This is an optimization exercise on Yosys and OpenROAD, whose aim is small area, a short achievable clock period and few clock cycles per item, not a production implementation.
Only simulation tests tie the RTL to the original design; equivalence was not proved.

==> design/flow/flow/run.sh <==
#!/bin/bash
set -euo pipefail
W=$(pwd)
export FLOW_ABC_SCRIPT="$W/flow/abc.script"
export FLOW_REF_SYNTH="$W/synth_recipe.tcl"
bash standard.sh SYNTH_SCRIPT="$W/flow/synth_abc.tcl" synth > "$W/synth.log" 2>&1
bash standard.sh SETUP_SLACK_MARGIN=8.25 finish > "$W/layout.log" 2>&1
==> design/flow/flow/abc.script <==
strash
&get -n
&dch -f
&nf
&put
==> design/flow/flow/synth_abc.tcl <==
# The standard flow's synthesis script (synth_recipe.tcl), with ABC's mapping script
# replaced by flow/abc.script. Everything else, flip-flop mapping included,
# is unchanged.
proc abc {args} {
  set i [lsearch -exact $args -script]
  if { $i >= 0 } {
    lset args [expr { $i + 1 }] $::env(FLOW_ABC_SCRIPT)
  }
  yosys abc {*}$args
}
source $::env(FLOW_REF_SYNTH)
==> design/flow/standard.sh <==
#!/bin/bash
# synth_recipe.tcl (not shown) runs the flow's synth.tcl, then flattens the netlist and writes it again
# the make line also repeats each setting of config.mk as NAME=value (left out here)
make -C /OpenROAD-flow-scripts/flow DESIGN_CONFIG=/design/flow/config.mk WORK_HOME=/design/flow/orfs CLKGATE_MAP_FILE= SYNTH_SCRIPT=/design/flow/synth_recipe.tcl "${@:-finish}"
==> design/flow/config.mk <==
export PLATFORM = sky130hd
export DESIGN_NAME = sht_codegen
export DESIGN_NICKNAME = sht_codegen
export VERILOG_FILES = /design/flow/design.v
export SDC_FILE = /design/flow/constraint.sdc
export NUM_CORES = 4
export LEC_CHECK = 0
export CAP_MARGIN = 20
export CELL_PAD_IN_SITES_DETAIL_PLACEMENT = 2
export CELL_PAD_IN_SITES_GLOBAL_PLACEMENT = 2
export CORE_MARGIN = 2
export CORE_UTILIZATION = 30
export CTS_CLUSTER_DIAMETER = 200
export CTS_CLUSTER_SIZE = 20
export PLACE_DENSITY = 0.5
export SETUP_SLACK_MARGIN = 5
export SLEW_MARGIN = 20
==> design/flow/constraint.sdc <==
create_clock -name core_clock -period 12.0 [get_ports {clk}]
set_input_delay 2.4000 -clock core_clock [delete_from_list [all_inputs] [get_ports {clk}]]
set_output_delay 2.4000 -clock core_clock [all_outputs]
set_load 0.01 [all_outputs]
==> design/flow/design.v <==
module sht_sbox_hi (input wire [7:0] a, output wire [17:0] m);
  wire U0=a[7],U1=a[6],U2=a[5],U3=a[4],U4=a[3],U5=a[2],U6=a[1],U7=a[0];
  wire T1=U0^U3, T2=U0^U5, T3=U0^U6, T4=U3^U5, T5=U4^U6, T6=T1^T5, T7=U1^U2;
  wire T8=U7^T6, T9=U7^T7, T10=T6^T7, T11=U1^U5, T12=U2^U5, T13=T3^T4, T14=T6^T11;
  wire T15=T5^T11, T16=T5^T12, T17=T9^T16, T18=U3^U7, T19=T7^T18, T20=T1^T19;
  wire T21=U6^U7, T22=T7^T21, T23=T2^T22, T24=T2^T10, T25=T20^T17, T26=T3^T16, T27=T1^T12;
  wire D=U7;
  wire M1=T13&T6, M2=T23&T8, M3=T14^M1, M4=T19&D, M5=M4^M1, M6=T3&T16, M7=T22&T9;
  wire M8=T26^M6, M9=T20&T17, M10=M9^M6, M11=T1&T15, M12=T4&T27, M13=M12^M11;
  wire M14=T2&T10, M15=M14^M11, M16=M3^M2, M17=M5^T24, M18=M8^M7, M19=M10^M15;
  wire M20=M16^M13, M21=M17^M15, M22=M18^M13, M23=M19^T25, M24=M22^M23, M25=M22&M20;
  wire M26=M21^M25, M27=M20^M21, M28=M23^M25, M29=M28&M27, M30=M26&M24, M31=M20&M23;
  wire M32=M27&M31, M33=M27^M25, M34=M21&M22, M35=M24&M34, M36=M24^M25, M37=M21^M29;
  wire M38=M32^M33, M39=M23^M30, M40=M35^M36, M41=M38^M40, M42=M37^M39, M43=M37^M38;
  wire M44=M39^M40, M45=M42^M41;
  wire M46=M44&T6, M47=M40&T8, M48=M39&D, M49=M43&T16, M50=M38&T9, M51=M37&T17;
  wire M52=M42&T15, M53=M45&T27, M54=M41&T10, M55=M44&T13, M56=M40&T23, M57=M39&T19;
  wire M58=M43&T3, M59=M38&T22, M60=M37&T20, M61=M42&T1, M62=M45&T4, M63=M41&T2;
  assign m = {M46, M47, M48, M49, M50, M51, M52, M53, M54, M55, M56, M57, M58, M59, M60, M61, M62, M63};
endmodule
module sht_sbox_lo (input wire [17:0] m, output wire [7:0] y);
  wire M46, M47, M48, M49, M50, M51, M52, M53, M54, M55, M56, M57, M58, M59, M60, M61, M62, M63;
  assign {M46, M47, M48, M49, M50, M51, M52, M53, M54, M55, M56, M57, M58, M59, M60, M61, M62, M63} = m;
  wire L0=M61^M62, L1=M50^M56, L2=M46^M48, L3=M47^M55, L4=M54^M58, L5=M49^M61;
  wire L6=M62^L5, L7=M46^L3, L8=M51^M59, L9=M52^M53, L10=M53^L4, L11=M60^L2;
  wire L12=M48^M51, L13=M50^L0, L14=M52^M61, L15=M55^L1, L16=M56^L0, L17=M57^L1;
  wire L18=M58^L8, L19=M63^L4, L20=L0^L1, L21=L1^L7, L22=L3^L12, L23=L18^L2;
  wire L24=L15^L9, L25=L6^L10, L26=L7^L9, L27=L8^L10, L28=L11^L14, L29=L11^L17;
  assign y[7]=L6^L24;
  assign y[6]=~(L16^L26);
  assign y[5]=~(L19^L28);
  assign y[4]=L6^L21;
  assign y[3]=L20^L22;
  assign y[2]=L25^L29;
  assign y[1]=~(L13^L27);
  assign y[0]=~(L6^L23);
endmodule
module sht_key_subword (
  input  wire [31:0] w3,
  output wire [71:0] swm
);
  sht_sbox_hi u_s0 (.a(w3[23:16]), .m(swm[71:54]));
  sht_sbox_hi u_s1 (.a(w3[15:8]),  .m(swm[53:36]));
  sht_sbox_hi u_s2 (.a(w3[7:0]),   .m(swm[35:18]));
  sht_sbox_hi u_s3 (.a(w3[31:24]), .m(swm[17:0]));
endmodule
module sht_key_lo (
  input  wire [71:0] swm,
  output wire [31:0] sw
);
  sht_sbox_lo u_s0 (.m(swm[71:54]), .y(sw[31:24]));
  sht_sbox_lo u_s1 (.m(swm[53:36]), .y(sw[23:16]));
  sht_sbox_lo u_s2 (.m(swm[35:18]), .y(sw[15:8]));
  sht_sbox_lo u_s3 (.m(swm[17:0]),  .y(sw[7:0]));
endmodule
module sht_key_expand (
  input  wire [127:0] rk_in,
  input  wire [31:0]  sw,       
  input  wire [7:0]   rcon,
  output wire [127:0] rk_out
);
  wire [31:0] w0 = rk_in[127:96];
  wire [31:0] w1 = rk_in[95:64];
  wire [31:0] w2 = rk_in[63:32];
  wire [31:0] w3 = rk_in[31:0];
  wire [31:0] t  = sw ^ {rcon, 24'h000000};
  wire [31:0] p0 = w0;
  wire [31:0] p1 = w0 ^ w1;
  wire [31:0] p2 = p1 ^ w2;
  wire [31:0] p3 = p1 ^ (w2 ^ w3);
  assign rk_out = {p0 ^ t, p1 ^ t, p2 ^ t, p3 ^ t};
endmodule
module sht_aes_sub (
  input  wire [127:0] s_in,
  output wire [287:0] sm
);
  genvar i;
  generate
    for (i = 0; i < 16; i = i + 1) begin : g_sub
      sht_sbox_hi u_sbox (.a(s_in[127-8*i -: 8]), .m(sm[287-18*i -: 18]));
    end
  endgenerate
endmodule
module sht_aes_mix (
  input  wire [287:0] sm,
  output wire [127:0] sr,
  output wire [127:0] mc
);
  wire [127:0] sb;    
  genvar i, c;
  generate
    for (i = 0; i < 16; i = i + 1) begin : g_sub
      sht_sbox_lo u_sbox (.m(sm[287-18*i -: 18]), .y(sb[127-8*i -: 8]));
    end
    for (i = 0; i < 16; i = i + 1) begin : g_shift
      assign sr[127-8*i -: 8] = sb[127-8*((i%4) + 4*(((i/4) + (i%4)) % 4)) -: 8];
    end
    for (c = 0; c < 4; c = c + 1) begin : g_mix
      wire [7:0] a0 = sr[127-32*c -: 8];
      wire [7:0] a1 = sr[119-32*c -: 8];
      wire [7:0] a2 = sr[111-32*c -: 8];
      wire [7:0] a3 = sr[103-32*c -: 8];
      wire [7:0] b0 = a0 ^ a1;
      wire [7:0] b1 = a1 ^ a2;
      wire [7:0] b2 = a2 ^ a3;
      wire [7:0] b3 = a3 ^ a0;
      wire [7:0] t  = b0 ^ b2;
      wire [7:0] d0 = {b0[6:0], 1'b0} ^ (b0[7] ? 8'h1b : 8'h00);
      wire [7:0] d1 = {b1[6:0], 1'b0} ^ (b1[7] ? 8'h1b : 8'h00);
      wire [7:0] d2 = {b2[6:0], 1'b0} ^ (b2[7] ? 8'h1b : 8'h00);
      wire [7:0] d3 = {b3[6:0], 1'b0} ^ (b3[7] ? 8'h1b : 8'h00);
      assign mc[127-32*c -: 8] = a0 ^ t ^ d0;
      assign mc[119-32*c -: 8] = a1 ^ t ^ d1;
      assign mc[111-32*c -: 8] = a2 ^ t ^ d2;
      assign mc[103-32*c -: 8] = a3 ^ t ^ d3;
    end
  endgenerate
endmodule
module sht_codegen (
  input  wire         clk,
  input  wire         rst,           
  input  wire [127:0] key,           
  input  wire         req_valid,
  output wire         req_ready,
  input  wire         req_fixed,     
  input  wire [31:0]  req_frame,     
  input  wire [31:0]  req_salt,      
  input  wire [5:0]   req_addr,      
  input  wire [23:0]  req_train,     
  input  wire [5:0]   req_pulses,    
  input  wire [4:0]   req_window,    
  output wire         off_valid,
  input  wire         off_ready,
  output wire [9:0]   off_data,      
  output wire         off_last,      
  output reg  [15:0]  keychk,
  output reg          keychk_valid
);
  reg         b_valid;
  reg  [93:0] base;          
  reg  [1:0]  b_lastblk;     
  reg  [2:0]  b_lastcnt;     
  reg  [4:0]  b_win;
  reg         b_fixed;
  reg  [1:0]  jblk;          
  reg  [1:0]   ini;          
  reg  [4:0]   c;            
  reg  [127:0] s;            
  reg  [287:0] x;            
  reg  [127:0] rk;           
  reg  [71:0]  w;            
  reg  [31:0]  wk;           
  reg          k1_q;         
  reg          go_q;         
  reg          adv_q;        
  reg          ld_q;         
  reg          rdy_q;        
  reg          chk_pending;  
  reg          ja_v, ja_chk, ja_last, ja_fixed;
  reg  [2:0]   ja_cnt;       
  reg  [4:0]   ja_win;
  reg          jb_v, jb_last, jb_fixed;
  reg  [2:0]   jb_cnt;
  reg  [4:0]   jb_win;
  reg  [127:0] oa, ob;
  reg  [3:0]   oa_rem, ob_rem;      
  reg  [2:0]   oa_slot, ob_slot;    
  reg          oa_last, ob_last;    
  reg  [4:0]   oa_win, ob_win;
  reg          oa_fixed, ob_fixed;
  reg          ev;
  reg  [20:0]  es, ec;       
  reg  [15:0]  ep;
  reg          ef, el;
  reg          ov;
  reg  [9:0]   od;
  reg          ol;
  wire [287:0] sm;
  wire [127:0] sr, mc;
  wire [71:0]  swm;
  wire [127:0] rk_next;
  reg  [7:0]   rcon;
  sht_aes_sub     u_sub (.s_in(s), .sm(sm));
  sht_aes_mix     u_mix (.sm(x), .sr(sr), .mc(mc));
  sht_key_subword u_ksw (.w3(rk[31:0]), .swm(swm));
  wire [31:0] sw;
  sht_key_lo     u_klo (.swm(w), .sw(sw));
  sht_key_expand u_kex (
    .rk_in (k1_q ? key : rk),
    .sw    (k1_q ? wk : sw),
    .rcon  (rcon),
    .rk_out(rk_next)
  );
  always @(*) begin
    case (c)
      5'd1:    rcon = 8'h01;
      5'd3:    rcon = 8'h02;
      5'd5:    rcon = 8'h04;
      5'd7:    rcon = 8'h08;
      5'd9:    rcon = 8'h10;
      5'd11:   rcon = 8'h20;
      5'd13:   rcon = 8'h40;
      5'd15:   rcon = 8'h80;
      5'd17:   rcon = 8'h1b;
      5'd19:   rcon = 8'h36;
      default: rcon = 8'h00;
    endcase
  end
  wire [127:0] s_round = mc ^ rk;    
  wire [127:0] s_final = sr ^ rk;    
  wire oa_empty = (oa_rem == 4'd0);
  wire ob_empty = (ob_rem == 4'd0);
  wire at_a     = (c == 5'd0);
  wire at_b     = (c == 5'd1);
  wire adv      = adv_q;
  wire ld_a     = at_a && adv;
  wire take     = b_valid && ((ld_a && !chk_pending) || at_b);
  wire ld_lastb = (jblk == b_lastblk);
  wire take_last = take && ld_lastb;
  wire b_load   = rdy_q;      
  assign req_ready = rdy_q;
  wire [5:0]   pulses_m1 = req_pulses - 6'd1;
  wire [1:0]   ini_d  = (ini != 2'd0) ? ini - 2'd1 : 2'd0;
  wire [4:0]   c_d    = !adv ? c : (c == 5'd19) ? 5'd0 : c + 5'd1;
  wire         go_d   = oa_empty && ob_empty;
  wire         chk_d  = chk_pending && !ld_a;
  wire         bv_d   = b_load ? req_valid : b_valid;
  wire [1:0]   jblk_d = take ? (ld_lastb ? 2'd0 : jblk + 2'd1) : jblk;
  wire [1:0]   lb_d   = b_load ? pulses_m1[4:3] : b_lastblk;
  wire         adv_d  = (ini_d == 2'd0) && (c_d != 5'd0 || go_d);
  wire         rdy_d  = !bv_d || ((jblk_d == lb_d) &&
                        ((c_d == 5'd0 && adv_d && !chk_d) || c_d == 5'd1));
  wire [127:0] pt = chk_pending ? 128'd0 : {base, 32'd0, jblk};
  wire         o_adv = !ov || off_ready;
  wire         e_adv = !ev || o_adv;
  wire         sel_a = !oa_empty;
  wire [15:0]  ra    = oa[16*oa_slot +: 16];
  wire [15:0]  rb    = ob[16*ob_slot +: 16];
  wire [15:0]  rsel  = sel_a ? ra : rb;
  wire [4:0]   wsel  = sel_a ? oa_win : ob_win;
  wire [20:0]  pp0   = wsel[0] ? {5'd0, rsel}        : 21'd0;
  wire [20:0]  pp1   = wsel[1] ? {4'd0, rsel, 1'b0}  : 21'd0;
  wire [20:0]  pp2   = wsel[2] ? {3'd0, rsel, 2'b0}  : 21'd0;
  wire [20:0]  pp3   = wsel[3] ? {2'd0, rsel, 3'b0}  : 21'd0;
  wire [20:0]  s1    = pp0 ^ pp1 ^ pp2;
  wire [20:0]  c1    = {(pp0[19:0] & pp1[19:0]) | (pp0[19:0] & pp2[19:0]) | (pp1[19:0] & pp2[19:0]), 1'b0};
  wire [20:0]  s2    = s1 ^ c1 ^ pp3;
  wire [20:0]  c2    = {(s1[19:0] & c1[19:0]) | (s1[19:0] & pp3[19:0]) | (c1[19:0] & pp3[19:0]), 1'b0};
  wire [20:0]  ep4   = {1'b0, ep, 4'b0};
  wire [20:0]  s3    = es ^ ec ^ ep4;
  wire [20:0]  c3    = {(es[19:0] & ec[19:0]) | (es[19:0] & ep4[19:0]) | (ec[19:0] & ep4[19:0]), 1'b0};
  wire [20:0]  prod  = s3 + c3;
  always @(posedge clk) begin
    if (rst) begin
      b_valid      <= 1'b0;
      jblk         <= 2'd0;
      ini          <= 2'd2;
      c            <= 5'd0;
      go_q         <= 1'b0;
      adv_q        <= 1'b0;
      ld_q         <= 1'b0;
      k1_q         <= 1'b0;
      rdy_q        <= 1'b1;
      chk_pending  <= 1'b1;
      ja_v         <= 1'b0;
      jb_v         <= 1'b0;
      keychk_valid <= 1'b0;
      oa_rem       <= 4'd0;
      ob_rem       <= 4'd0;
      ev           <= 1'b0;
      ov           <= 1'b0;
    end else begin
      ini   <= ini_d;
      c     <= c_d;
      go_q  <= go_d;
      adv_q <= adv_d;
      ld_q  <= (c_d == 5'd0) || (c_d == 5'd1);
      k1_q  <= (c_d == 5'd1);
      rdy_q <= rdy_d;
      if (b_load)
        b_valid <= req_valid;
      if (take)
        jblk <= ld_lastb ? 2'd0 : jblk + 2'd1;
      if (ld_a) begin
        if (ja_v && ja_chk)
          keychk_valid <= 1'b1;
        if (ja_v && !ja_chk)
          oa_rem <= {1'b0, ja_cnt} + 4'd1;
        ja_v        <= chk_pending || b_valid;
        chk_pending <= 1'b0;
      end
      if (at_b) begin
        if (jb_v)
          ob_rem <= {1'b0, jb_cnt} + 4'd1;
        jb_v <= b_valid;
      end
      if (o_adv)
        ov <= ev;
      if (e_adv) begin
        ev <= !oa_empty || !ob_empty;
        if (sel_a)
          oa_rem <= oa_rem - 4'd1;
        else if (!ob_empty)
          ob_rem <= ob_rem - 4'd1;
      end
    end
  end
  always @(posedge clk) begin
    if (b_load) begin
      base      <= {req_frame, req_salt, req_addr, req_train};
      b_lastblk <= pulses_m1[4:3];
      b_lastcnt <= pulses_m1[2:0];
      b_win     <= req_window;
      b_fixed   <= req_fixed;
    end
    if (ini == 2'd2)
      s <= pt ^ key;
    if (ini == 2'd1)
      x <= sm;
    if (ld_a && chk_pending)
      wk <= {sr[55:48], sr[79:72], sr[103:96], sr[31:24]};
    if (adv) begin
      x <= sm;
      if (ld_q)
        s <= pt ^ key;
      else
        s <= s_round;
      if (c[0])
        rk <= rk_next;
      else if (c != 5'd0)
        w <= swm;
    end
    if (ld_a) begin
      if (ja_v && ja_chk)
        keychk <= s_final[15:0];
      if (ja_v && !ja_chk) begin
        oa       <= s_final;
        oa_slot  <= 3'd0;
        oa_last  <= ja_last;
        oa_win   <= ja_win;
        oa_fixed <= ja_fixed;
      end
      ja_chk   <= chk_pending;
      ja_last  <= ld_lastb;
      ja_cnt   <= ld_lastb ? b_lastcnt : 3'd7;
      ja_win   <= b_win;
      ja_fixed <= b_fixed;
    end
    if (at_b) begin
      if (jb_v) begin
        ob       <= s_final;
        ob_slot  <= 3'd0;
        ob_last  <= jb_last;
        ob_win   <= jb_win;
        ob_fixed <= jb_fixed;
      end
      jb_last  <= ld_lastb;
      jb_cnt   <= ld_lastb ? b_lastcnt : 3'd7;
      jb_win   <= b_win;
      jb_fixed <= b_fixed;
    end
    if (o_adv) begin
      od <= ef ? 10'd0 : prod[20:11];
      ol <= el;
    end
    if (e_adv) begin
      es <= s2;
      ec <= c2;
      ep <= wsel[4] ? rsel : 16'd0;
      if (sel_a) begin
        ef      <= oa_fixed;
        el      <= oa_last && (oa_rem == 4'd1);
        oa_slot <= oa_slot + 3'd1;
      end else begin
        ef      <= ob_fixed;
        el      <= ob_last && (ob_rem == 4'd1);
        if (!ob_empty)
          ob_slot <= ob_slot + 3'd1;
      end
    end
  end
  assign off_valid = ov;
  assign off_data  = od;
  assign off_last  = ol;
endmodule
==> notes.md, run 1 <==
outcome=finished clean; CP startpoint kind=input port; htree depth=3; gr usage total=23.00%; synth cell count leaders=xnor2_1, edfxtp_1, xor2_1; first-pass iteration count of the detailed router=7; die area=237500 um2; Max Clock Skew=0.03733 ns; met2 Use GR=39.43%; max cap viols=0; Fmax=258.6 MHz; Vias=44.66k; CP max FO=2; CORE AREA=232500 um2; routability cong.=0.8318; pin slew with the least headroom to its limit=1.164 ns; Die H=487.3 um; initial antenna violation count=24; Min-Delay Path Class=reg2reg; Buf/Inv on CP=1; CTS tree=built; Synth Instances=5638; # placed instances=9086; register area share after synthesis=49.20%; CTS clk-pin slew, worst paths=0.09 ns; fin cells=9432; Yosys reg bits=1163; crit-path cells=clkdlybuf4s50_1, xnor2_1, nor2_1, a21oi_1; Worst Path Arrival=4.24 ns; Post-synth EDFFs=1119; DR WL/cell=29.58 um; GR Util met3=1.775%; final setup vio count=0; CTS Sinks=1163; Slew headroom=21.86%; Num CTS Buffers=68; total global routing overflow=0; Syn Area/Cell=12.43 um2; Starting Density=30.14%; Synth Cell Area=70080 um2; worst skew pair latency=0.75 ns; 1st-iter DRT viols=2757; io pins=268; row count=177; global routing usage on met1=31.64%; Final Hold Slack=0.4254 ns; synth warn=1; ranking of synthesized cells by area=edfxtp_1, xnor2_1, xor2_1, nor2_1, mux2i_1; Fill cells=23.82k; syn nets=5988; TNS Setup=0 ns; CTS Root Cell=clkbuf_16; final hold violation count=0; Critical Path Max Stage Delay=0.88 ns; post-synth top area cell=edfxtp_1; Via density=4.735; drt drc=0; Crit path max-delay family=compound AO/OA/AOI/OAI gates; RSZ-0062 raised after global routing=yes; Final Slew Violations=0; area grow syn2layout=22.36%; WS Path Type=in2reg; NumNets Final=6712; Synth top area share=47.95%; global-route wire length before repair=380400 um; layout cells sized above 1=16.42%; vias in the first global route=47.31k; final core utilization=36.88%; Post-DRT Antenna Nets=0; largest net degree at the start of global routing=77; Longest Clk Path Bufs=3; Worst path slowest cell=a21oi_1; Port Buf Inserts=266; Tmin final=3.866 ns; GR peak layer=met2; Final period util=32.22%; Worst EP required=12.38 ns; DP Wirelength=218800 um; Die Wd=487.3 um; Post-Route WL=279000 um; most frequent cell after synthesis=xnor2_1; post-synthesis cell type count=53; hold_buf cts=0; element type at the critical path end=flop; Main synth FF type=edfxtp_1; Async SR Flop Fraction=0%
==> what timing repair did <==
action | CTS | global route
setup buffers | 81 | 165
pin swaps | 18 | 70
gates resized for setup | 511 | 225
gates cloned | 1 | 2
endpoints found under the setup margin | 629 | 258
==> layout by cell type (no fill, tap or decap), types with 25 or more instances in the layout <==
cell                n
xnor2_1          1425
edfxtp_1         1119
nor2_1            597
xor2_1            584
buf_4             363
xnor2_2           227
clkdlybuf4s50_1   226
mux2i_1           172
nand2_1           167
a21oi_1           159
clkinv_1          153
o21ai_0           112
nor2b_1           105
clkbuf_16          72
xnor2_4            71
ha_1               68
nand2b_1           67
mux4_2             64
xor2_2             61
xnor3_1            53
fa_1               44
dfxtp_1            34
and2_0             32
buf_2              28
o21ai_1            25
==> final cells by class <==
class                      count  area (um2)  area share [%]
multi-input combinational   4319       39240           45.76
sequential                  1163       34510           40.24
timing repair buffer         653        5689           6.634
tap                         3043        3807           4.440
clock buffer                  85        1808           2.108
inverter                     156       604.3          0.7047
clock inverter                 6       71.32         0.08316
antenna                        6       15.01         0.01751
timing repair inverter         1       8.758         0.01021
==> final timing paths <==
kind,from,endpoint,slack [ns],cells after the start
min reg2reg,jb_win[4],ob_win[4],0.43,0
max,key[66],s[66],8.13,4
max reg2reg,x[74],s[18],8.24,8
min,jb_win[4],ob_win[4],0.43,0
==> metrics by stage <==
stage	instance area, um2	setup slack [ns]
2_1_floorplan	70140	8.264
3_3_place_gp	77850	6.578
3_5_place_dp	77860	6.521
4_1_cts	82820	8.215
5_1_grt	85750	8.183
6_report	85760	8.134
==> per-layer routing <==
layer / wire length, um / up-vias
met5: 0 / -
met4: 5953 / 0
met3: 7111 / 157
met2: 136900 / 634
met1: 129100 / 23316
li1: - / 20550
==> registers in the layout (all words and copies together) (netlist names), 8 cells and up <==
signal      cells
base           94
ec             16
u_kex.rcon      8
es             16
od             10
oa            128
wk             32
s             128
x             288
ep             16
w              72
rk            128
keychk         16
ob            128
==> cell families (layout without fill, tap and decap cells) <==
group	Yosys count	after routing	synth area share [%]
AO/OA/AOI/OAI	430	430	3.531
XOR/XNOR	2459	2459	32.29
adder cells (fa/ha/maj)	112	112	2.471
buffers and inverters	156	901	0.8355
flip-flops	1163	1163	49.20
multiplexers	275	275	5.118
other	0	6	0
AND/OR/NAND/NOR	1043	1043	6.552
Testbench counts, summed over its fixed seeds: cycles 37,634, items 25,639.
==> run 2: changes to the inputs <==
--- a/design/flow/config.mk
+++ b/design/flow/config.mk
@@ -11,7 +11,7 @@
 export CORE_MARGIN = 2
 export CORE_UTILIZATION = 30
 export CTS_CLUSTER_DIAMETER = 200
-export CTS_CLUSTER_SIZE = 20
+export CTS_CLUSTER_SIZE = 16
 export PLACE_DENSITY = 0.5
 export SETUP_SLACK_MARGIN = 5
 export SLEW_MARGIN = 20
==> run 2 against run 1 <==
  * Non-clock buffer count fell by 19
  * Flip-flop and latch count unchanged
  * Via count barely moved
  * Final cell count hardly changed
  * Worst setup slack improved by 0.035 ns
  * Still clean on timing, DRC and antenna
  * Final area rose by 0.24%
  * Worst hold slack got worse by 0.0038 ns
  * First-iteration DRC count is 0.94% higher
  * Register-to-register slack gained 0.06 ns
  * Highest routed layer is now met5
==> notes.md, run 2 <==
# placed instances=9086 (unchanged); Post-DRT Antenna Nets=0 (unchanged); area grow syn2layout=22.66% (was 22.36%); CORE AREA=232500 um2 (unchanged); die area=237500 um2 (unchanged); Worst Slack Setup Final=8.168 ns (was 8.134 ns); Biggest register=x (unchanged); Longest Clk Path Bufs=3 (unchanged); CP max FO=2 (unchanged); vias in the first global route=47.54k (was 47.31k); first-pass iteration count of the detailed router=5 (was 7); CTS tree=built (unchanged); Vias=44.64k (was 44.66k); gr usage total=23.03% (was 23.00%); largest net degree at the start of global routing=77 (unchanged); Synth Cell Area=70080 um2 (unchanged); post-synth top area cell=edfxtp_1 (unchanged); DP Wirelength=218800 um (unchanged); total global routing overflow=0 (unchanged); row count=177 (unchanged); initial antenna violation count=22 (was 24); Async SR Flop Fraction=0% (unchanged); WS Path Type=in2reg (unchanged); FF-to-FF setup slack=8.30 ns (was 8.24 ns); Tmin final=3.832 ns (was 3.866 ns); Post-synth EDFFs=1119 (unchanged); worst skew pair latency=0.75 ns (about the same); Largest register FFs=288 (unchanged); outcome=finished clean (unchanged); Min-Delay Path Class=reg2reg (unchanged); reg2reg path depth=9 (was 8); Port Buf Inserts=266 (unchanged); CTS Root Cell=clkbuf_16 (unchanged); layout cells sized above 1=16.34% (was 16.42%); most frequent cells in the layout=xnor2_1, edfxtp_1, nor2_1 (unchanged); R2R Path Start=x[164] (was x[74]); element type at the critical path end=flop (unchanged); global-route wire length before repair=381000 um (was 380400 um); Starting Density=30.14% (unchanged); Fmax=261.0 MHz (was 258.6 MHz); TNS Setup=0 ns (unchanged); Final Slew Violations=0 (unchanged); Syn Area/Cell=12.43 um2 (unchanged); syn nets=5988 (unchanged); final hold violation count=0 (unchanged); io pins=268 (unchanged); Critical R2R Capture=s[18] (unchanged); fin cells=9434 (was 9432); 1st-iter DRT viols=2783 (was 2757); ranking of synthesized cells by area=edfxtp_1, xnor2_1, xor2_1, nor2_1, mux2i_1 (unchanged); most frequent cell after synthesis=xnor2_1 (unchanged); most common cell after layout, fill and taps aside=xnor2_1 (unchanged); Die H=487.3 um (unchanged); NumNets Final=6707 (was 6712); hold_buf cts=0 (unchanged); pin slew with the least headroom to its limit=1.157 ns (was 1.164 ns); Worst Path Arrival=4.23 ns (was 4.24 ns); crit path from=key[66] (unchanged); post-synthesis cell type count=53 (unchanged); final setup vio count=0 (unchanged); routability cong.=0.8318 (unchanged); pre-CTS WS=6.521 ns (unchanged); Setup crit end=s[66] (unchanged); Critical Path Max Stage Delay=0.87 ns (was 0.88 ns); Die Wd=487.3 um (unchanged); Slew headroom=22.29% (was 21.86%); max cap viols=0 (unchanged); Worst path slowest cell=a21oi_1 (unchanged); Yosys reg bits=1163 (unchanged); Max Clock Skew=0.02832 ns (was 0.03733 ns); crit-path cells=clkdlybuf4s50_1, xnor2_1, nor2_1, a21oi_1 (unchanged); Post-Route WL=278700 um (was 279000 um); Final period util=31.93% (was 32.22%); register area share after synthesis=49.20% (unchanged); Via density=4.731 (was 4.735); Synth top area share=47.95% (unchanged); CP startpoint kind=input port (unchanged); Main synth FF type=edfxtp_1 (unchanged); Synth Instances=5638 (unchanged); Num CTS Buffers=82 (was 68); synth warn=1 (unchanged); CTS Sinks=1163 (unchanged); Worst EP required=12.40 ns (was 12.38 ns); CTS clk-pin slew, worst paths=0.09 ns (about the same); synth cell count leaders=xnor2_1, edfxtp_1, xor2_1 (unchanged); htree depth=3 (unchanged); DR WL/cell=29.54 um (was 29.58 um); RSZ-0062 raised after global routing=yes (unchanged); drt drc=0 (unchanged)
## run 2: cell counts after synthesis
No cell type changed its count.
## run 2: how the worst min path moves through the flow
| stage | start | end | slack [ns] | cells after the start |
|---|---|---|---|---|
| 5_1_grt | jb_win[0] | ob_win[0] | 0.43 | 0 |
| 2_1_floorplan | ja_fixed | oa_fixed | 0.40 | 0 |
| 6_report | jb_win[4] | ob_win[4] | 0.42 | 0 |
| 4_1_cts | jb_win[4] | ob_win[4] | 0.43 | 0 |
| 3_5_place_dp | jb_win[0] | ob_win[0] | 0.41 | 0 |
| 3_3_place_gp | jb_win[0] | ob_win[0] | 0.40 | 0 |
## run 2: area by class of cell
| type | count | area (um2) |
|---|---|---|
| fill | 23845 | 146600 |
| antenna | 9 | 22.52 |
| sequential | 1163 | 34510 |
| clock buffer | 102 | 2148 |
| multi-input combinational | 4319 | 39210 |
| clock inverter | 7 | 75.07 |
| timing repair buffer | 634 | 5580 |
| inverter | 156 | 604.3 |
| tap | 3043 | 3807 |
| timing repair inverter | 1 | 8.758 |
## run 2: timing repair
| action | in CTS | in global routing |
|---|---|---|
| setup buffers | 77 | 150 |
| gates resized for setup | 506 | 233 |
| gates cloned | 1 | 2 |
| pin swaps | 20 | 67 |
| setup endpoints to repair | 625 | 267 |
| endpoints found under the hold margin | 0 | 0 |
## run 2: critical path, delay by kind of cell
family | cells | cell delay, ns
compound gates | 1 | 0.87
xor+xnor | 1 | 0.26
buf+inv | 1 | 0.55
simple gates | 1 | 0.13
## run 2: metrics by stage
step	instance area [um2]	utilization [%]	hold WS (ns)
5_1_grt	85950	36.96	0.4290
3_3_place_gp	77850	33.48	0.4024
2_1_floorplan	70140	-	0.4003
6_report	85960	36.97	0.4216
4_1_cts	83110	35.74	0.4256
3_5_place_dp	77860	33.48	0.4056
## run 2: layer usage
layer / global-route usage (%) / up-vias / share of wire [%]
li1: - / 20560 / -
met1: 31.66 / 23265 / 46
met2: 39.32 / 629 / 49
met3: 1.785 / 178 / 2.6
met4: 5.352 / 4 / 2.3
met5: 0 / - / 0.011
## run 2: logic make-up (layout without fill, tap and decap cells)
group           Yosys count  count (layout)  share of synthesized area (%)
xor+xnor               2459            2459                          32.29
flops                  1163            1163                          49.20
simple gates           1043            1043                          6.552
compound gates          430             430                          3.531
mux                     275             275                          5.118
buf+inv                 156             900                         0.8355
fa+ha+maj               112             112                          2.471
other cells               0               9                              0
==> run 3: changes to the inputs <==
==> design/flow/flow/run.sh (replaced) <==
#!/bin/bash
set -euo pipefail
W=$(pwd)
export FLOW_ABC_SCRIPT="$W/flow/abc.script"
export FLOW_REF_SYNTH="$W/synth_recipe.tcl"
bash standard.sh SYNTH_SCRIPT="$W/flow/synth_abc.tcl" synth > "$W/synth.log" 2>&1
bash standard.sh SETUP_SLACK_MARGIN=8.35 finish > "$W/layout.log" 2>&1
--- a/design/flow/config.mk
+++ b/design/flow/config.mk
@@ -11,7 +11,7 @@
 export CORE_MARGIN = 2
 export CORE_UTILIZATION = 30
 export CTS_CLUSTER_DIAMETER = 200
-export CTS_CLUSTER_SIZE = 16
+export CTS_CLUSTER_SIZE = 20
 export PLACE_DENSITY = 0.5
 export SETUP_SLACK_MARGIN = 5
 export SLEW_MARGIN = 20
==> run 3 against run 2 <==
  * Clock-buffer cell count down 18
  * Register-to-register slack better by 0.09 ns
  * Via count up 1.9%
  * Non-clock buffer count up 104
  * Highest routed layer unchanged
  * Worst hold slack better by 0.0032 ns
  * Die area unchanged
  * Critical path type is now reg2out
  * First-iteration DRC count up 1.0%
  * Clock skew up 0.024 ns
  * Fmax up 3.3%
==> notes.md, run 3 <==
outcome=finished clean (unchanged); CORE AREA=232500 um2 (unchanged); post-synth top area cell=edfxtp_1 (unchanged); Worst path slowest cell=edfxtp_1 (was a21oi_1); CTS Root Cell=clkbuf_16 (unchanged); Buf/Inv on CP=1 (unchanged); Critical R2R Capture=s[38] (was s[18]); Synth Instances=5638 (unchanged); hold_buf cts=0 (unchanged); CTS clk-pin slew, worst paths=0.09 ns (about the same); # placed instances=9072 (was 9086); WS Path Type=reg2out (was in2reg); row count=177 (unchanged); Worst EP required=9.60 ns (was 12.40 ns); initial antenna violation count=17 (was 22); FF-to-FF setup slack=8.39 ns (was 8.30 ns); Highest Signal Layer=met5 (unchanged); DR WL/cell=29.74 um (was 29.54 um); Die H=487.3 um (unchanged); final core utilization=37.83% (was 36.97%); Vias=45.47k (was 44.64k); Largest register FFs=288 (unchanged); TNS Setup=0 ns (unchanged); Critical Path Max Stage Delay=0.43 ns (was 0.87 ns); DRT met1 WL=129200 um (was 128600 um); gr usage total=23.36% (was 23.03%); Biggest register=x (unchanged); Fill cells=23.66k (was 23.85k); CP startpoint kind=flop (was input port); placed cell area=77770 um2 (was 77860 um2); Num CTS Buffers=68 (was 82); Post-DRT Antenna Nets=0 (unchanged); element type at the critical path end=output pin (was flop); final setup vio count=0 (unchanged); CTS tree=built (unchanged); DP Wirelength=219900 um (was 218800 um); io pins=268 (unchanged); Async SR Flop Fraction=0% (unchanged); syn nets=5988 (unchanged); routed wl met2=140000 um (was 136100 um); crit-path cells=buf_6 (was clkdlybuf4s50_1, xnor2_1, nor2_1, a21oi_1); Synth Cell Area=70080 um2 (unchanged); Tmin final=3.708 ns (was 3.832 ns); global-route wire length before repair=387000 um (was 381000 um); Post-Route WL=283100 um (was 278700 um); Yosys reg bits=1163 (unchanged); Synth top area share=47.95% (unchanged); WL met3=7705 um (was 7342 um); htree depth=3 (unchanged); synth warn=1 (unchanged); ranking of synthesized cells by area=edfxtp_1, xnor2_1, xor2_1, nor2_1, mux2i_1 (unchanged); NumNets Final=6797 (was 6707); Final Hold Slack=0.4248 ns (was 0.4216 ns); routability cong.=0.8479 (was 0.8318); most frequent cells in the layout=xnor2_1, edfxtp_1, nor2_1 (unchanged); Final Slew Violations=0 (unchanged); CTS Sinks=1163 (unchanged); Starting Density=30.14% (unchanged); Worst Path Arrival=1.31 ns (was 4.23 ns); reg2reg path depth=9 (unchanged); Syn Area/Cell=12.43 um2 (unchanged); first-pass iteration count of the detailed router=5 (unchanged); Max Clock Skew=0.05230 ns (was 0.02832 ns); post-synthesis cell type count=53 (unchanged); drt drc=0 (unchanged); Min-Delay Path Class=reg2reg (unchanged); Via density=4.776 (was 4.731); hold path endpoint=oa_fixed (was ob_win[4]); Slew headroom=18.26% (was 22.29%); 1st-iter DRT viols=2811 (was 2783); Die Wd=487.3 um (unchanged); Longest Clk Path Bufs=3 (unchanged); max cap viols=0 (unchanged); register area share after synthesis=49.20% (unchanged); worst hold start=ja_fixed (was jb_win[4]); die area=237500 um2 (unchanged); RSZ-0062 raised after global routing=yes (unchanged); Cells on Worst Hold Path=0 (unchanged); largest net degree at the start of global routing=91 (was 77); area grow syn2layout=25.51% (was 22.66%); Fmax=269.7 MHz (was 261.0 MHz); vias in the first global route=48.22k (was 47.54k); most common cell after layout, fill and taps aside=xnor2_1 (unchanged); Post-synth EDFFs=1119 (unchanged); Non-Filler Cell Area, Final=87960 um2 (was 85960 um2); synth cell count leaders=xnor2_1, edfxtp_1, xor2_1 (unchanged); pin slew with the least headroom to its limit=1.217 ns (was 1.157 ns); Crit path max-delay family=flip-flops (was compound AO/OA/AOI/OAI gates); worst skew pair latency=0.74 ns (was 0.75 ns); Final period util=30.90% (was 31.93%); final hold violation count=0 (unchanged); CP max FO=1 (was 2); Main synth FF type=edfxtp_1 (unchanged); R2R Path Start=x[244] (was x[164]); total global routing overflow=0 (unchanged); layout cells sized above 1=19.64% (was 16.34%); most frequent cell after synthesis=xnor2_1 (unchanged); fin cells=9520 (was 9434); Port Buf Inserts=266 (unchanged)
run 3: layer usage:
layer  vias to the layer above  global-route usage, %
met5                         -                      0
met3                       191                  2.032
li1                      20680                      -
met2                       657                  40.30
met1                     23942                  31.91
met4                         2                  4.712
run 3: metrics by stage:
step | worst slack [ns]
finish | 8.292
global route | 8.205
CTS | 8.201
detailed placement | 6.226
global placement | 6.224
floorplan | 8.350
run 3: timing repair:
action / in CTS / in global routing
gates resized for setup: 602 / 318
setup buffers: 156 / 189
pin swaps: 60 / 120
cloned: 1 / 1
endpoints found under the setup margin: 670 / 294
run 3: worst max path at each step:
stage / to / cells past startpoint / start
3_5_place_dp: rk[24] / 7 / key[120]
5_1_grt: req_ready / 1 / rdy_q
2_1_floorplan: ob_slot[2] / 5 / off_ready
3_3_place_gp: rk[24] / 7 / key[120]
6_report: keychk[14] / 1 / keychk[14]
4_1_cts: req_ready / 1 / rdy_q
run 3: cells by family (layout without fill, tap and decap cells):
| family | Yosys count | after routing | share of synthesized area (%) |
|---|---|---|---|
| adder cells (fa/ha/maj) | 112 | 112 | 2.471 |
| flip-flops | 1163 | 1163 | 49.20 |
| other | 0 | 10 | 0 |
| multiplexers | 275 | 275 | 5.118 |
| XOR/XNOR | 2459 | 2459 | 32.29 |
| buffers and inverters | 156 | 985 | 0.8355 |
| AND/OR/NAND/NOR | 1043 | 1043 | 6.552 |
| AO/OA/AOI/OAI | 430 | 430 | 3.531 |
run 3: final cells by class:
class	instances	area, um2	share of cell area (%)
Clock inverter	6	71.32	0.08108
Multi-Input combinational cell	4319	40520	46.06
Sequential cell	1163	34510	39.23
Tap cell	3043	3807	4.328
Timing Repair Buffer	738	6604	7.507
Antenna cell	10	25.02	0.02845
Inverter	156	615.6	0.6998
Timing Repair inverter	1	8.758	0.009957
Clock buffer	84	1804	2.051
==> run 4: changes to the inputs <==
==> design/flow/flow/abc.script (replaced) <==
strash
&get -n
&dch -f
&nf
&put
strash
&get -n
&dch -f
&nf
&put
==> run 4 against run 3 <==
  * Routed wire length up 0.61%
  * Critical path type unchanged
  * Final area down 1.4%
  * Global-route usage up 0.16 points
==> notes.md, run 4 <==
outcome=finished clean (unchanged); global routing usage on met1=32.16% (was 31.91%); Syn Area/Cell=12.40 um2 (was 12.43 um2); Die H=486.1 um (was 487.3 um); synth warn=1 (unchanged); post-synthesis cell type count=54 (was 53); Worst EP required=9.60 ns (about the same); Via density=4.802 (was 4.776); CTS clk-pin slew, worst paths=0.10 ns (was 0.09 ns); Num CTS Buffers=68 (unchanged); worst skew pair latency=0.75 ns (was 0.74 ns); Fmax=254.1 MHz (was 269.7 MHz); most frequent cell after synthesis=xnor2_1 (unchanged); Biggest register=x (unchanged); Synth top area share=48.19% (was 47.95%); compound-cell area share of the yosys netlist=4.325% (was 3.531%); routability cong.=0.8423 (was 0.8479); Port Buf Inserts=266 (unchanged); Min-Delay Path Class=reg2reg (unchanged); io pins=268 (unchanged); syn nets=5973 (was 5988); synth cell count leaders=xnor2_1, edfxtp_1, xor2_1 (unchanged); Final period util=32.79% (was 30.90%); Synth Instances=5623 (was 5638); CORE AREA=230600 um2 (was 232500 um2); most common cell after layout, fill and taps aside=xnor2_1 (unchanged); Main synth FF type=edfxtp_1 (unchanged); htree depth=3 (unchanged); Buf/Inv on CP=1 (unchanged); CP startpoint kind=flop (unchanged); Fill cells=23.45k (was 23.66k); initial antenna violation count=17 (unchanged); pre-CTS WS=6.709 ns (was 6.226 ns); Final Hold Slack=0.4159 ns (was 0.4248 ns); NumNets Final=6753 (was 6797); register area share after synthesis=49.46% (was 49.20%); gr usage total=23.52% (was 23.36%); final hold violation count=0 (unchanged); die area=236300 um2 (was 237500 um2); Post-DRT Antenna Nets=0 (unchanged); pin slew with the least headroom to its limit=1.207 ns (was 1.217 ns); Tmin final=3.935 ns (was 3.708 ns); layout cells sized above 1=18.68% (was 19.64%); Vias=45.46k (was 45.47k); Largest register FFs=288 (unchanged); CP max FO=1 (unchanged); fin cells=9468 (was 9520); CTS Root Cell=clkbuf_16 (unchanged); TNS Setup=0 ns (unchanged); crit-path cells=buf_2 (was buf_6); GR Util met3=2.392% (was 2.032%); row count=176 (was 177); post-synth top area cell=edfxtp_1 (unchanged); Worst Slack Setup Final=8.065 ns (was 8.292 ns); Starting Density=30.24% (was 30.14%); DP Wirelength=222700 um (was 219900 um); Crit path max-delay family=flip-flops (unchanged); final setup vio count=0 (unchanged); Max Clock Skew=0.05212 ns (was 0.05230 ns); ranking of synthesized cells by area=edfxtp_1, xnor2_1, xor2_1, nor2_1, xnor3_1 (was edfxtp_1, xnor2_1, xor2_1, nor2_1, mux2i_1); element type at the critical path end=output pin (unchanged); largest net degree at the start of global routing=93 (was 91); Async SR Flop Fraction=0% (unchanged); post-synthesis mux area share=4.914% (was 5.118%); Synth Area in Adders=2.484% (was 2.471%); Yosys reg bits=1163 (unchanged); CTS tree=built (unchanged); Longest Clk Path Bufs=3 (unchanged); Worst Path Arrival=1.53 ns (was 1.31 ns); max cap viols=0 (unchanged); met2 Use GR=40.85% (was 40.30%); WS Path Type=reg2out (unchanged); area grow syn2layout=24.43% (was 25.51%); XOR/XNOR share of the synthesized area=31.54% (was 32.29%); drt drc=0 (unchanged); DR WL/cell=30.09 um (was 29.74 um); Synth Cell Area=69720 um2 (was 70080 um2); main combinational cell family by area after synthesis=XOR/XNOR gates (unchanged); most frequent cells in the layout=xnor2_1, edfxtp_1, nor2_1 (unchanged); Final Slew Violations=0 (unchanged); total global routing overflow=0 (unchanged); Slew headroom=18.95% (was 18.26%); # placed instances=9050 (was 9072); Die Wd=486.1 um (was 487.3 um); vias in the first global route=48.23k (was 48.22k); Worst path slowest cell=edfxtp_1 (unchanged); first-pass iteration count of the detailed router=5 (unchanged); global-route wire length before repair=387900 um (was 387000 um); Post-synth EDFFs=1119 (unchanged); Critical Path Max Stage Delay=0.56 ns (was 0.43 ns); simple-gate share of the synthesized area=6.378% (was 6.552%); RSZ-0062 raised after global routing=yes (unchanged); GR peak layer=met2 (unchanged); Post-Route WL=284900 um (was 283100 um); 1st-iter DRT viols=3094 (was 2811); CTS Sinks=1163 (unchanged)
run 4: what timing repair did:
item | in CTS | in global routing
setup endpoints to repair | 760 | 393
setup buffers | 134 | 170
pin swaps | 50 | 92
gates cloned | 1 | 4
endpoints found under the hold margin | 0 | 0
resized for setup | 580 | 298
hold buffers | 0 | 0
run 4: area by class of cell:
| class | count | area (um2) | area share, % |
|---|---|---|---|
| Clock inverter | 6 | 71.32 | 0.08221 |
| Multi-Input combinational cell | 4296 | 39510 | 45.54 |
| Timing Repair Buffer | 706 | 6321 | 7.286 |
| Antenna cell | 12 | 30.03 | 0.03461 |
| Clock buffer | 91 | 1831 | 2.110 |
| Tap cell | 3026 | 3786 | 4.364 |
| Timing Repair inverter | 1 | 8.758 | 0.01010 |
| Inverter | 167 | 685.7 | 0.7903 |
| Sequential cell | 1163 | 34510 | 39.78 |
run 4: cell families after synthesis:
group,Yosys count
XOR/XNOR,2382
adder cells (fa/ha/maj),112
buffers and inverters,167
flip-flops,1163
multiplexers,260
AO/OA/AOI/OAI,531
AND/OR/NAND/NOR,1008
run 4: path summary, 6_finish.rpt:
kind,startpoint,end,slack [ns],cells after the start
setup / recovery,keychk[12],keychk[12],8.07,1
hold / removal,jb_win[0],ob_win[0],0.42,0
setup reg to reg,ob_slot[0],es[6],8.40,11
hold reg to reg,jb_win[0],ob_win[0],0.42,0
run 4: worst register-to-register path, delay by kind of cell, from the launching register on:
| family | cells | cell delay [ns] |
|---|---|---|
| buf+inv | 5 | 0.63 |
| mux | 2 | 0.94 |
| simple gates | 1 | 0.07 |
| flops | 1 | 0.48 |
| fa+ha+maj | 2 | 1.10 |
| compound gates | 1 | 0.15 |
run 4: routing by layer:
layer,vias up,part of all wire (%)
met2,784,50
li1,20726,-
met1,23778,45
met4,0,1.8
met5,-,0
met3,174,3.7
run 4: stage by stage:
step	instance area (um2)	utilization (%)
floorplan	69800	-
global placement	77520	33.62
detailed placement	77540	33.63
CTS	83620	36.27
global route	86730	37.62
finish	86750	37.63
==> run 5: changes to the inputs <==
==> design/flow/flow/abc.script (replaced) <==
strash
dc2
&get -n
&dch -f
&nf
&put
==> run 5 against run 4 <==
  * Final cell count increased by 1.9%
  * Global-route usage increased by 0.056 points
  * Still clean on timing, DRC and antenna
  * Via count up 1.3%
  * Critical path depth grew 18
  * Final area grew 0.82%
==> notes.md, run 5 <==
outcome=finished clean (unchanged); Max Clock Skew=0.04681 ns (was 0.05212 ns); element type at the critical path end=flop (was output pin); largest net degree at the start of global routing=142 (was 93); XOR/XNOR share of the synthesized area=30.36% (was 31.54%); Fmax=245.3 MHz (was 254.1 MHz); Largest register FFs=288 (unchanged); Critical Path Max Stage Delay=0.55 ns (was 0.56 ns); Post-Route WL=284000 um (was 284900 um); synth warn=1 (unchanged); final hold violation count=0 (unchanged); final setup vio count=0 (unchanged); Die Wd=483.2 um (was 486.1 um); Synth Instances=5744 (was 5623); CTS clk-pin slew, worst paths=0.09 ns (was 0.10 ns); Biggest register=x (unchanged); Post-synth EDFFs=1119 (unchanged); Port Buf Inserts=266 (unchanged); Min-Delay Path Class=reg2reg (unchanged); initial antenna violation count=30 (was 17); Worst Slack Setup Final=7.923 ns (was 8.065 ns); syn nets=6094 (was 5973); Worst EP required=12.48 ns (was 9.60 ns); worst skew pair latency=0.74 ns (was 0.75 ns); CTS Root Cell=clkbuf_16 (unchanged); Syn Area/Cell=12.00 um2 (was 12.40 um2); post-synth top area cell=edfxtp_1 (unchanged); first-pass iteration count of the detailed router=5 (unchanged); Synth Cell Area=68900 um2 (was 69720 um2); post-synthesis mux area share=4.436% (was 4.914%); Synth top area share=48.77% (was 48.19%); Num CTS Buffers=68 (unchanged); pre-CTS WS=6.291 ns (was 6.709 ns); most frequent cells in the layout=xnor2_1, edfxtp_1, nor2_1 (unchanged); DRT met1 WL=125900 um (was 128000 um); Tmin final=4.077 ns (was 3.935 ns); simple-gate share of the synthesized area=7.369% (was 6.378%); crit-path cells=inv_2, fa_1, clkinv_2, ha_4, and4b_1, o21a_1, o21a_1, o21a_1, o21a_1, o21a_1, o21ai_2, a21o_1, a21boi_2, o21a_1, o211ai_1, a21boi_2, o21a_1, o21a_1, o21a_1 (was buf_2); drt drc=0 (unchanged); Highest Signal Layer=met5 (was met4); Cells on Worst Hold Path=0 (unchanged); Async SR Flop Fraction=0% (unchanged); CP startpoint kind=flop (unchanged); Final Slew Violations=0 (unchanged); Worst Path Arrival=4.56 ns (was 1.53 ns); io pins=268 (unchanged); DR WL/cell=29.43 um (was 30.09 um); vias in the first global route=48.88k (was 48.23k); Via density=4.773 (was 4.802); CP max FO=3 (was 1); synth cell count leaders=xnor2_1, edfxtp_1, xor2_1 (unchanged); NumNets Final=6954 (was 6753); die area=233500 um2 (was 236300 um2); main combinational cell family by area after synthesis=XOR/XNOR gates (unchanged); Starting Density=30.23% (was 30.24%); routability cong.=0.8446 (was 0.8423); Crit path top cell by count=o21a_1; 1st-iter DRT viols=3003 (was 3094); Longest Clk Path Bufs=3 (unchanged); compound-cell area share of the yosys netlist=4.309% (was 4.325%); reg2reg path depth=19 (was 11); WL met3=9669 um (was 10680 um); Die H=483.2 um (was 486.1 um); Synth Area in Adders=2.513% (was 2.484%); pin slew with the least headroom to its limit=1.209 ns (was 1.207 ns); Vias=46.05k (was 45.46k); fin cells=9648 (was 9468); Worst path slowest cell=fa_1 (was edfxtp_1); DP Wirelength=221700 um (was 222700 um); WS Path Type=reg2reg (was reg2out); Yosys reg bits=1163 (unchanged); CORE AREA=227900 um2 (was 230600 um2); TNS Setup=0 ns (unchanged); Final period util=33.97% (was 32.79%); register area share after synthesis=50.05% (was 49.46%); Slew headroom=17.07% (was 18.95%); gr usage total=23.58% (was 23.52%); htree depth=3 (unchanged); Main synth FF type=edfxtp_1 (unchanged); hold_buf cts=0 (unchanged); total global routing overflow=0 (unchanged); # placed instances=9144 (was 9050); area grow syn2layout=26.94% (was 24.43%); ranking of synthesized cells by area=edfxtp_1, xnor2_1, xor2_1, nor2_1, mux2i_1 (was edfxtp_1, xnor2_1, xor2_1, nor2_1, xnor3_1); final core utilization=38.37% (was 37.63%); most frequent cell after synthesis=xnor2_1 (unchanged); max cap viols=0 (unchanged); routed wl met2=139900 um (was 141200 um); layout cells sized above 1=20.37% (was 18.68%); most common cell after layout, fill and taps aside=xnor2_1 (unchanged); CTS tree=built (unchanged); Post-DRT Antenna Nets=0 (unchanged); row count=175 (was 176); CTS Sinks=1163 (unchanged); global-route wire length before repair=386900 um (was 387900 um); post-synthesis cell type count=49 (was 54); RSZ-0062 raised after global routing=yes (unchanged)
-- run 5: changes by cell type in the layout (fill, tap and decap cells not counted), moves of 17 or more --
| cell | before | now |
|---|---|---|
| buf_4 | 396 | 461 |
| and3_1 | 8 | 61 |
| xnor3_1 | 48 | 0 |
| xor2_2 | 60 | 108 |
| xnor2_2 | 245 | 286 |
| xor2_4 | 9 | 49 |
| nand2_1 | 151 | 189 |
| xnor3_2 | 33 | 0 |
| nor2b_1 | 85 | 113 |
| xnor2_4 | 83 | 57 |
| o21ai_0 | 146 | 163 |
-- run 5: cell families after synthesis --
family	count (synthesis)
flip-flops	1163
multiplexers	243
XOR/XNOR	2388
adder cells (fa/ha/maj)	112
buffers and inverters	178
AND/OR/NAND/NOR	1126
AO/OA/AOI/OAI	534
-- run 5: path summary, 6_finish.rpt --
| kind | to | slack (ns) | startpoint |
|---|---|---|---|
| max | od[9] | 7.92 | ep[1] |
| min | ob_win[0] | 0.43 | jb_win[0] |
| max reg2reg | od[9] | 7.92 | ep[1] |
| min reg2reg | ob_win[0] | 0.43 | jb_win[0] |
-- run 5: area by class of cell --
class / count / area, um2
antenna: 11 / 27.53
clock buffer: 91 / 1852
clock inverter: 3 / 32.53
fill: 23279 / 140500
inverter: 178 / 683.2
multi-input combinational: 4405 / 39520
sequential: 1163 / 34510
tap: 3009 / 3765
timing repair buffer: 788 / 7074
-- run 5: routing by layer --
layer	GRT usage, %	vias up
li1	-	21101
met1	31.82	23973
met2	40.48	768
met3	2.180	202
met4	6.011	2
met5	0	-
-- run 5: per-stage QoR --
step	cell area (um2)	hold slack, ns
after floorplan	69010	0.4003
after global placement	76610	0.4005
after detailed placement	76620	0.4075
after CTS	83560	0.4289
after global routing	87440	0.4375
final	87470	0.4257
-- run 5: worst max-delay path: cells and delay by family (launching register included) --
kind,cells,cell delay [ns]
buffers and inverters,2,0.11
DFF,1,0.35
AOI/OAI and AO/OA,14,2.45
and+or+nand+nor,1,0.17
adders and majority gates,2,0.77
-- run 5: repair_timing --
action,4_1_cts,5_1_grt
setup endpoints to repair,540,358
pin swaps,102,146
cloned,1,1
gates resized for setup,625,368
buffers inserted,186,211
==> run 6: changes to the inputs <==
==> design/flow/flow/abc.script (replaced) <==
strash
&get -n
&dch -f
&nf
&put
==> run 6 against run 5 <==
  * Global-route usage decreased by 0.22 points
  * Clock-buffer cell count shrank 7
  * Core utilization decreased by 0.54 points
  * Via count shrank 1.2%
  * Non-clock buffer count down 50
  * Critical path type is now reg2out
  * Highest routed layer unchanged
==> notes.md, run 6 <==
crit-path cells=buf_6 (was inv_2, fa_1, clkinv_2, ha_4, and4b_1, o21a_1, o21a_1, o21a_1, o21a_1, o21a_1, o21ai_2, a21o_1, a21boi_2, o21a_1, o211ai_1, a21boi_2, o21a_1, o21a_1, o21a_1); final setup vio count=0 (unchanged); Final period util=30.90% (was 33.97%); Post-synth EDFFs=1119 (unchanged); Longest Clk Path Bufs=3 (unchanged); Max Clock Skew=0.05230 ns (was 0.04681 ns); htree depth=3 (unchanged); Largest register FFs=288 (unchanged); Synth Cell Area=70080 um2 (was 68900 um2); Fmax=269.7 MHz (was 245.3 MHz); WS Path Type=reg2out (was reg2reg); Final Slew Violations=0 (unchanged); Syn Area/Cell=12.43 um2 (was 12.00 um2); gr usage total=23.36% (was 23.58%); final hold violation count=0 (unchanged); CTS tree=built (unchanged); max cap viols=0 (unchanged); largest net degree at the start of global routing=91 (was 142); Critical Path Max Stage Delay=0.43 ns (was 0.55 ns); Buf/Inv on CP=1 (was 2); most frequent cell after synthesis=xnor2_1 (unchanged); CTS Sinks=1163 (unchanged); post-synthesis cell type count=53 (was 49); Worst EP required=9.60 ns (was 12.48 ns); CTS Root Cell=clkbuf_16 (unchanged); Worst Path Arrival=1.31 ns (was 4.56 ns); Synth top area share=47.95% (was 48.77%); Critical Path Stages=1 (was 19); Biggest register=x (unchanged); Num CTS Buffers=68 (unchanged); Worst path slowest cell=edfxtp_1 (was fa_1); element type at the critical path end=output pin (was flop); Post-DRT Antenna Nets=0 (unchanged); synth cell count leaders=xnor2_1, edfxtp_1, xor2_1 (unchanged); RSZ-0062 raised after global routing=yes (unchanged); global-route wire length before repair=387000 um (was 386900 um); initial antenna violation count=17 (was 30); vias in the first global route=48.22k (was 48.88k); Starting Density=30.14% (was 30.23%); DR WL/cell=29.74 um (was 29.43 um); Slew headroom=18.26% (was 17.07%); Synth Instances=5638 (was 5744); routed wl met2=140000 um (was 139900 um); ranking of synthesized cells by area=edfxtp_1, xnor2_1, xor2_1, nor2_1, mux2i_1 (unchanged); Crit path max-delay family=flip-flops (was compound AO/OA/AOI/OAI gates); syn nets=5988 (was 6094); DRT met1 WL=129200 um (was 125900 um); total global routing overflow=0 (unchanged); Main synth FF type=edfxtp_1 (unchanged); WL met3=7705 um (was 9669 um); outcome=finished clean (unchanged); Cells on Worst Hold Path=0 (unchanged); 1st-iter DRT viols=2811 (was 3003); post-synth top area cell=edfxtp_1 (unchanged); Fill cells=23.66k (was 23.28k); CP max FO=1 (was 3); final core utilization=37.83% (was 38.37%); synth warn=1 (unchanged); Post-Route WL=283100 um (was 284000 um); NumNets Final=6797 (was 6954); hold_buf cts=0 (unchanged); Vias=45.47k (was 46.05k); Min-Delay Path Class=reg2reg (unchanged); Yosys reg bits=1163 (unchanged); area grow syn2layout=25.51% (was 26.94%); TNS Setup=0 ns (unchanged); Async SR Flop Fraction=0% (unchanged); most frequent cells in the layout=xnor2_1, edfxtp_1, nor2_1 (unchanged); Worst Slack Setup Final=8.292 ns (was 7.923 ns); CP startpoint kind=flop (unchanged); Port Buf Inserts=266 (unchanged); layout cells sized above 1=19.64% (was 20.37%); io pins=268 (unchanged); drt drc=0 (unchanged); Final Hold Slack=0.4248 ns (was 0.4257 ns); Highest Signal Layer=met5 (unchanged); CTS clk-pin slew, worst paths=0.09 ns (about the same); CORE AREA=232500 um2 (was 227900 um2); Via density=4.776 (was 4.773); pre-CTS WS=6.226 ns (was 6.291 ns); Tmin final=3.708 ns (was 4.077 ns); DP Wirelength=219900 um (was 221700 um); Die H=487.3 um (was 483.2 um); die area=237500 um2 (was 233500 um2); first-pass iteration count of the detailed router=5 (unchanged); row count=177 (was 175); routability cong.=0.8479 (was 0.8446); register area share after synthesis=49.20% (was 50.05%); worst skew pair latency=0.74 ns (about the same); pin slew with the least headroom to its limit=1.217 ns (was 1.209 ns); reg2reg path depth=9 (was 19); Die Wd=487.3 um (was 483.2 um); most common cell after layout, fill and taps aside=xnor2_1 (unchanged)
run 6: final timing paths:
check | start | endpoint | slack (ns)
min reg2reg | ja_fixed | oa_fixed | 0.42
max | keychk[14] | keychk[14] | 8.29
max reg2reg | x[244] | s[38] | 8.39
min | ja_fixed | oa_fixed | 0.42
run 6: final cells by class:
type	instances	area, um2	area share, %
inverters	156	615.6	0.6998
well taps	3043	3807	4.328
multi-input cells	4319	40520	46.06
flip-flops and latches	1163	34510	39.23
clock buffers	84	1804	2.051
repair buffers	738	6604	7.507
diodes	10	25.02	0.02845
repair inverters	1	8.758	0.009957
clock inverters	6	71.32	0.08108
run 6: routing by layer:
metal	track usage [%]	vias to the layer above
li1	-	20680
met1	31.91	23942
met2	40.30	657
met3	2.032	191
met4	4.712	2
met5	0	-
run 6: timing repair:
item / in CTS / in global routing
gates resized for setup: 602 / 318
pin swaps: 60 / 120
endpoints found under the setup margin: 670 / 294
buffers inserted: 156 / 189
gates cloned: 1 / 1
run 6: through the flow:
stage               area, um2  std cells
floorplan               70140       5638
global placement        77740       9072
detailed placement      77770       9072
CTS                     84180       9319
global route            87940       9512
finish                  87960       9520
run 6: cell families after synthesis:
| group | share of synthesized area [%] |
|---|---|
| DFF | 49.20 |
| and+or+nand+nor | 6.552 |
| adders and majority gates | 2.471 |
| buffers and inverters | 0.8355 |
| xor gates and xnor gates | 32.29 |
| AOI/OAI and AO/OA | 3.531 |
| muxes | 5.118 |
run 6: worst register-to-register path: stages (launching register included):
cell and delay [ns]:
edfxtp_1 0.44, xor2_1 0.41, xnor2_1 0.19, xnor2_1 0.12
xnor2_1 0.78, xnor2_2 0.40, xnor2_1 0.25, xnor2_1 0.36
nor2_1 0.08, a21oi_1 0.34

==> what the ideal ports hide <==
The results above use ideal ports. As a check the final layouts listed here were re-extracted and re-timed, cells and wires unchanged.
Step 1 assumes that a clkbuf_16 drives the clock port and a buf_2 every other input.
Step 2 moves the port delays by t, midway between the first and last clock arrival at a register: inputs arrive t later, outputs are due t later. That takes back most of the time a late clock gives input paths.
a / b / c = no drivers / after step 1 / after step 2; a / b = the first two.
| run | shift t [ns] | setup slack, ns | hold WS [ns] | worst setup path after step 2 |
|---|---|---|---|---|
| run 1 | 0.820 | 8.134 / 8.201 / 7.381 | 0.425 / 0.425 / 0.425 | input to register |
| run 2 | 0.831 | 8.168 / 8.210 / 7.407 | 0.422 / 0.422 / 0.422 | input to register |
| run 3 | 0.810 | 8.292 / 8.201 / 7.569 | 0.425 / 0.425 / 0.425 | input to register |
| run 4 | 0.816 | 8.065 / 7.977 / 7.537 | 0.416 / 0.416 / 0.416 | input to register |
| run 5 | 0.809 | 7.923 / 7.923 / 7.563 | 0.426 / 0.426 / 0.426 | input to register |
| run 6 | 0.810 | 8.292 / 8.201 / 7.569 | 0.425 / 0.425 / 0.425 | input to register |
After both steps every run listed still meets setup and hold. The setup slack of run 2, which loses most, moves by +0.042 ns with the drivers and by -0.761 ns with both steps.
